Source: an optimization exercise on an open RTL-to-GDS flow (aim: small area, a short achievable clock period and few clock cycles). Production flows keep margins and buffers that such runs may drop.
Where RTL was checked, it was by simulation tests only, not by an equivalence proof against the original.
No activity file was given, so power comes from the tool's default toggle rates.

==> inputs of job 826 <==
// sha3_512_core
module sha3_512_core (
    input  wire         clk,
    input  wire         rst,           
    input  wire         in_valid,
    output wire         in_ready,
    input  wire [63:0]  in_data,
    input  wire         in_last,
    input  wire [3:0]   in_nbytes,
    output wire         out_valid,
    input  wire         out_ready,
    output wire [511:0] out_digest
);
==> flow/config.mk <==
export PLATFORM = sky130hd
export DESIGN_NAME = sha3_512_core
export DESIGN_NICKNAME = sha3_512_core
export VERILOG_FILES = /design/flow/design.v
export SDC_FILE = /design/flow/constraint.sdc
export NUM_CORES = 4
export LEC_CHECK = 0
export CAP_MARGIN = 40
export CORE_MARGIN = 2
export CORE_UTILIZATION = 30
export CTS_BUF_LIST = sky130_fd_sc_hd__clkbuf_8
export CTS_CLUSTER_DIAMETER = 100
export CTS_CLUSTER_SIZE = 8
export SETUP_SLACK_MARGIN = 1.8
export SLEW_MARGIN = 20
export SYNTH_HIERARCHICAL = 1
==> flow/constraint.sdc <==
create_clock -name core_clock -period 5.0 [get_ports {clk}]
set_input_delay 1.0000 -clock core_clock [delete_from_list [all_inputs] [get_ports {clk}]]
set_output_delay 1.0000 -clock core_clock [all_outputs]
set_load 0.01 [all_outputs]
run.sh (not shown) runs the stock make flow with config.mk's settings and CLKGATE_MAP_FILE= SYNTH_SCRIPT=/design/flow/synth_recipe.tcl, a recipe that flattens the netlist after the stock synthesis.
==> inputs of job 6709, as changes to job 826 <==
==> flow/design.v (replaced) <==
module keccak_round (
    input  wire [1599:0] state_in,
    input  wire [4:0]    round,
    output wire [1599:0] state_out
);
    localparam [149:0] ROT = {
        6'd14, 6'd56, 6'd61, 6'd2,  6'd18,    
        6'd8,  6'd21, 6'd15, 6'd45, 6'd41,    
        6'd39, 6'd25, 6'd43, 6'd10, 6'd3,     
        6'd20, 6'd55, 6'd6,  6'd44, 6'd36,    
        6'd27, 6'd28, 6'd62, 6'd1,  6'd0      
    };
    wire [63:0] a [0:24];    
    wire [63:0] p [0:4];     
    wire [63:0] q [0:4];     
    wire [63:0] r [0:4];     
    wire [63:0] c [0:4];     
    wire [63:0] d [0:4];     
    wire [63:0] e [0:24];    
    wire [63:0] b [0:24];    
    wire [63:0] f [0:24];    
    reg  [63:0] rc;          
    genvar x, y;
    generate
        for (x = 0; x < 5; x = x + 1) begin : g_col
            for (y = 0; y < 5; y = y + 1) begin : g_in
                assign a[x+5*y] = state_in[64*(x+5*y) +: 64];
            end
            keccak_xor u_p (.a(a[x]),    .b(a[x+5]),  .y(p[x]));
            keccak_xor u_q (.a(a[x+10]), .b(a[x+15]), .y(q[x]));
            keccak_xor u_r (.a(p[x]),    .b(q[x]),    .y(r[x]));
            keccak_xor u_c (.a(r[x]),    .b(a[x+20]), .y(c[x]));
        end
        for (x = 0; x < 5; x = x + 1) begin : g_d
            keccak_xor u_d (.a(c[(x+4)%5]),
                            .b({c[(x+1)%5][62:0], c[(x+1)%5][63]}),
                            .y(d[x]));
        end
        for (x = 0; x < 5; x = x + 1) begin : g_x
            for (y = 0; y < 5; y = y + 1) begin : g_y
                localparam integer R = ROT[6*(x+5*y) +: 6];
                keccak_xor u_e (.a(a[x+5*y]), .b(d[x]), .y(e[x+5*y]));
                if (R == 0) begin : g_r0
                    assign b[y+5*((2*x+3*y)%5)] = e[x+5*y];
                end else begin : g_r
                    assign b[y+5*((2*x+3*y)%5)] = {e[x+5*y][63-R:0], e[x+5*y][63:64-R]};
                end
            end
        end
        for (x = 0; x < 5; x = x + 1) begin : g_chi_x
            for (y = 0; y < 5; y = y + 1) begin : g_chi_y
                keccak_chi u_chi (.a(b[x+5*y]), .b(b[(x+1)%5+5*y]),
                                  .c(b[(x+2)%5+5*y]), .y(f[x+5*y]));
                if (x + 5*y == 0) begin : g_iota
                    wire [6:0] fi, fo;
                    assign fi = {f[0][63], f[0][31], f[0][15], f[0][7],
                                 f[0][3], f[0][1], f[0][0]};
                    keccak_iota u_iota (.a(fi),
                                        .rc({rc[63], rc[31], rc[15], rc[7],
                                             rc[3], rc[1], rc[0]}),
                                        .y(fo));
                    assign state_out[63:0] = {fo[6], f[0][62:32], fo[5],
                                              f[0][30:16], fo[4], f[0][14:8],
                                              fo[3], f[0][6:4], fo[2], f[0][2],
                                              fo[1], fo[0]};
                end else begin : g_out
                    assign state_out[64*(x+5*y) +: 64] = f[x+5*y];
                end
            end
        end
    endgenerate
    always @(*) begin
        case (round)
            5'd0:  rc = 64'h0000000000000001;
            5'd1:  rc = 64'h0000000000008082;
            5'd2:  rc = 64'h800000000000808A;
            5'd3:  rc = 64'h8000000080008000;
            5'd4:  rc = 64'h000000000000808B;
            5'd5:  rc = 64'h0000000080000001;
            5'd6:  rc = 64'h8000000080008081;
            5'd7:  rc = 64'h8000000000008009;
            5'd8:  rc = 64'h000000000000008A;
            5'd9:  rc = 64'h0000000000000088;
            5'd10: rc = 64'h0000000080008009;
            5'd11: rc = 64'h000000008000000A;
            5'd12: rc = 64'h000000008000808B;
            5'd13: rc = 64'h800000000000008B;
            5'd14: rc = 64'h8000000000008089;
            5'd15: rc = 64'h8000000000008003;
            5'd16: rc = 64'h8000000000008002;
            5'd17: rc = 64'h8000000000000080;
            5'd18: rc = 64'h000000000000800A;
            5'd19: rc = 64'h800000008000000A;
            5'd20: rc = 64'h8000000080008081;
            5'd21: rc = 64'h8000000000008080;
            5'd22: rc = 64'h0000000080000001;
            5'd23: rc = 64'h8000000080008008;
            default: rc = 64'h0000000000000000;
        endcase
    end
endmodule
module keccak_iota (
    input  wire [6:0] a,
    input  wire [6:0] rc,
    output wire [6:0] y
);
    assign y = a ^ rc;
endmodule
module keccak_xor (
    input  wire [63:0] a,
    input  wire [63:0] b,
    output wire [63:0] y
);
    assign y = a ^ b;
endmodule
module keccak_chi (
    input  wire [63:0] a,
    input  wire [63:0] b,
    input  wire [63:0] c,
    output wire [63:0] y
);
    wire [63:0] t;
    keccak_orn  u_t (.a(b), .b(c), .y(t));
    keccak_xnor u_y (.a(a), .b(t), .y(y));
endmodule
module keccak_orn (
    input  wire [63:0] a,
    input  wire [63:0] b,
    output wire [63:0] y
);
    assign y = a | ~b;
endmodule
module keccak_xnor (
    input  wire [63:0] a,
    input  wire [63:0] b,
    output wire [63:0] y
);
    assign y = ~(a ^ b);
endmodule
module sha3_512_core (
    input  wire         clk,
    input  wire         rst,           
    input  wire         in_valid,
    output wire         in_ready,
    input  wire [63:0]  in_data,
    input  wire         in_last,
    input  wire [3:0]   in_nbytes,
    output wire         out_valid,
    input  wire         out_ready,
    output wire [511:0] out_digest
);
    reg  [575:0]  bf;            
    reg  [3:0]    widx;          
    reg           full;          
    reg           bf_final;      
    reg           zfill;         
    reg           pend06;        
    reg           rdy;           
    reg  [1599:0] s;             
    reg           ab;            
    reg           busy;          
    reg  [4:0]    rnd;           
    reg           cur_final;     
    reg           done;          
    wire take = done && out_ready;
    wire load = take && full;                
    wire consume = ab || load;
    assign out_valid  = done;
    assign out_digest = s[511:0];
    assign in_ready   = rdy;
    wire accept = in_valid && rdy;
    wire wr     = accept || (zfill && (!full || consume));
    wire [3:0] nb = in_last ? in_nbytes : 4'd8;
    reg  [63:0] wdata;
    integer j;
    always @(*) begin
        if (zfill) begin
            wdata = {56'd0, pend06 ? 8'h06 : 8'h00};
        end else begin
            for (j = 0; j < 8; j = j + 1)
                wdata[8*j +: 8] = (j < nb)  ? in_data[8*j +: 8] :
                                  (j == nb) ? 8'h06 : 8'h00;
        end
        if (widx == 4'd8 && (zfill || (in_last && nb != 4'd8)))
            wdata[63] = 1'b1;
    end
    wire blk_end  = wr && (widx == 4'd8);
    wire wr_final = zfill || (in_last && nb != 4'd8);
    always @(posedge clk) begin
        if (wr)
            bf <= {wdata, bf[575:64]};
    end
    wire full_n  = blk_end || (full && !consume);
    wire zfill_n = zfill ? !blk_end : (accept && in_last && !(blk_end && nb != 4'd8));
    wire last_rnd = busy && (rnd == 5'd23);
    wire busy_n   = ab || load || (busy && !last_rnd);
    wire done_n   = (last_rnd && cur_final) || (done && !out_ready);
    wire ab_n     = full_n && ((last_rnd && !cur_final) ||
                               (!busy && !ab && !done && !load));
    always @(posedge clk) begin
        if (rst) begin
            widx      <= 4'd0;
            full      <= 1'b0;
            bf_final  <= 1'b0;
            zfill     <= 1'b0;
            pend06    <= 1'b0;
            rdy       <= 1'b1;
            ab        <= 1'b0;
            busy      <= 1'b0;
            rnd       <= 5'd0;
            cur_final <= 1'b0;
            done      <= 1'b0;
        end else begin
            full  <= full_n;
            zfill <= zfill_n;
            rdy   <= !zfill_n && (!full_n || ab_n);
            if (wr) begin
                if (blk_end) begin
                    widx     <= 4'd0;
                    bf_final <= wr_final;
                end else begin
                    widx <= widx + 4'd1;
                end
                if (zfill)
                    pend06 <= 1'b0;
                else if (in_last)
                    pend06 <= (nb == 4'd8);
            end
            ab   <= ab_n;
            busy <= busy_n;
            done <= done_n;
            if (consume)
                cur_final <= bf_final;
            if (ab || load)
                rnd <= 5'd0;
            else if (busy)
                rnd <= rnd + 5'd1;
        end
    end
    wire [1599:0] s_round;
    keccak_round u_round (
        .state_in  (s),
        .round     (rnd),
        .state_out (s_round)
    );
    wire sel_round = busy && !rst;
    wire sel_keep  = !busy && !rst && !take;
    wire sel_blk   = (ab || load) && !rst;
    wire [1599:0] s_next;
    wire [575:0]  s_abs;
    genvar i;
    generate
        for (i = 0; i < 25; i = i + 1) begin : g_lane
            if (i < 9) begin : g_rate
                keccak_absorb u_abs (.s(s[64*i +: 64]), .keep(sel_keep),
                                     .blk(bf[64*i +: 64]), .add(sel_blk),
                                     .y(s_abs[64*i +: 64]));
                keccak_pick u_pick (.r(s_round[64*i +: 64]), .run(sel_round),
                                    .other(s_abs[64*i +: 64]),
                                    .y(s_next[64*i +: 64]));
            end else begin : g_cap
                keccak_hold u_hold (.r(s_round[64*i +: 64]), .run(sel_round),
                                    .s(s[64*i +: 64]), .keep(sel_keep),
                                    .y(s_next[64*i +: 64]));
            end
        end
    endgenerate
    always @(posedge clk)
        s <= s_next;
endmodule
module keccak_absorb (
    input  wire [63:0] s,
    input  wire        keep,
    input  wire [63:0] blk,
    input  wire        add,
    output wire [63:0] y
);
    assign y = (s & {64{keep}}) ^ (blk & {64{add}});
endmodule
module keccak_pick (
    input  wire [63:0] r,
    input  wire        run,
    input  wire [63:0] other,
    output wire [63:0] y
);
    assign y = (r & {64{run}}) | other;
endmodule
module keccak_hold (
    input  wire [63:0] r,
    input  wire        run,
    input  wire [63:0] s,
    input  wire        keep,
    output wire [63:0] y
);
    assign y = (r & {64{run}}) | (s & {64{keep}});
endmodule
==> flow/config.mk (replaced) <==
export PLATFORM = sky130hd
export DESIGN_NAME = sha3_512_core
export DESIGN_NICKNAME = sha3_512_core
export VERILOG_FILES = /design/flow/design.v
export SDC_FILE = /design/flow/constraint.sdc
export NUM_CORES = 4
export LEC_CHECK = 0
export CAP_MARGIN = 40
export CORE_MARGIN = 2
export CORE_UTILIZATION = 30
export SETUP_SLACK_MARGIN = 1.8
export SLEW_MARGIN = 20
export SYNTH_HIERARCHICAL = 1
==> inputs of job 4340, as changes to job 826 <==
==> flow/config.mk (replaced) <==
export PLATFORM = sky130hd
export DESIGN_NAME = sha3_512_core
export DESIGN_NICKNAME = sha3_512_core
export VERILOG_FILES = /design/flow/design.v
export SDC_FILE = /design/flow/constraint.sdc
export NUM_CORES = 4
export LEC_CHECK = 0
export CAP_MARGIN = 40
export CORE_MARGIN = 2
export CORE_UTILIZATION = 30
export GPL_ROUTABILITY_DRIVEN = 0
export SETUP_SLACK_MARGIN = 1.8
export SLEW_MARGIN = 20
export SYNTH_HIERARCHICAL = 1
==> inputs of job 1226, as changes to job 826 <==
==> flow/config.mk (replaced) <==
export PLATFORM = sky130hd
export DESIGN_NAME = sha3_512_core
export DESIGN_NICKNAME = sha3_512_core
export VERILOG_FILES = /design/flow/design.v
export SDC_FILE = /design/flow/constraint.sdc
export NUM_CORES = 4
export LEC_CHECK = 0
export CAP_MARGIN = 40
export CORE_MARGIN = 2
export CORE_UTILIZATION = 30
export CTS_CLUSTER_DIAMETER = 50
export CTS_CLUSTER_SIZE = 20
export SETUP_SLACK_MARGIN = 2.0
export SLEW_MARGIN = 20
export SYNTH_HIERARCHICAL = 1
==> run notes <==
- Fmax: job 4340 is smaller than job 6709 (about 6.4%).
- Of job 4340 and job 826, job 826 has the higher wire length (gap about 12%, measured against job 826).
- The lowest worst setup slack belongs to job 4340, the highest to job 1226.
- The highest via count belongs to job 4340, the lowest to job 6709.
==> figures <==
| quantity | job 6709 | job 826 | job 1226 | job 4340 |
|---|---|---|---|---|
| Status | finished clean | finished clean | finished clean | finished clean |
| Max transition margin | 32.7% | 20.9% | 31.9% | 22.9% |
| Worst hold slack | 0.440 ns | 0.425 ns | 0.433 ns | 0.463 ns |
| Seq/total area | 28.3% | 30.0% | 27.2% | 29.6% |
| Launch point of the worst path | s[963] | s[889] | s[738] | s[96] |
| Clk pwr share | 52.8% | 41.8% | 59.2% | 50.3% |
| Sequential cell area fraction in the yosys report | 36.7% | 36.7% | 36.7% | 36.7% |
| Avg WL per Cell | 48.2 µm | 44.8 µm | 44.8 µm | 40.3 µm |
| Number of logic inverters in the finished layout | 12 | 10 | 10 | 10 |
| Number of nets in the layout | 15110 | 14920 | 15277 | 14415 |
Testbench counts of job 826, summed over its fixed seeds: cycles 59,080.
Testbench counts of job 4340, summed over its fixed seeds: cycles 59,080.
Testbench counts of job 1226, summed over its fixed seeds: cycles 59,080.
Only the layout flow was run in job 6709; the RTL was not checked for function there.

==> static timing again, ports no longer ideal <==
The results above use ideal ports. As a check the final layouts listed here were re-extracted and re-timed, cells and wires unchanged.
Step 1 (the two cells are an assumption about what drives the block):
set clk [get_ports {clk}]
set_driving_cell -lib_cell sky130_fd_sc_hd__clkbuf_16 $clk
set_driving_cell -lib_cell sky130_fd_sc_hd__buf_2 [delete_from_list [all_inputs] $clk]
Step 2 times the ports against the registers' clock, not the clock port: input delays grow and output delays shrink by t, the midpoint of the rising clock arrivals with the driver on.
a / b / c = ideal ports / drivers / drivers and shift; a / b = the first two.
run	t, ns	slack for setup (ns)	hold slack, ns	latest minus earliest clock arrival (ns)
job 826	1.295	1.607 / 1.607 / 1.145	0.425 / 0.352 / 0.425	0.122 / 0.122
job 6709	1.111	1.649 / 1.649 / 1.148	0.440 / 0.440 / 0.440	0.069 / 0.069
job 4340	1.130	1.418 / 1.418 / 1.028	0.463 / 0.463 / 0.463	0.066 / 0.066
job 1226	1.158	1.800 / 1.800 / 1.119	0.433 / 0.433 / 0.433	0.094 / 0.094
After both steps setup and hold are still met in every run listed. For job 1226, which loses most, drivers alone change the setup slack by 0.000 ns; drivers and shift together by -0.681 ns.
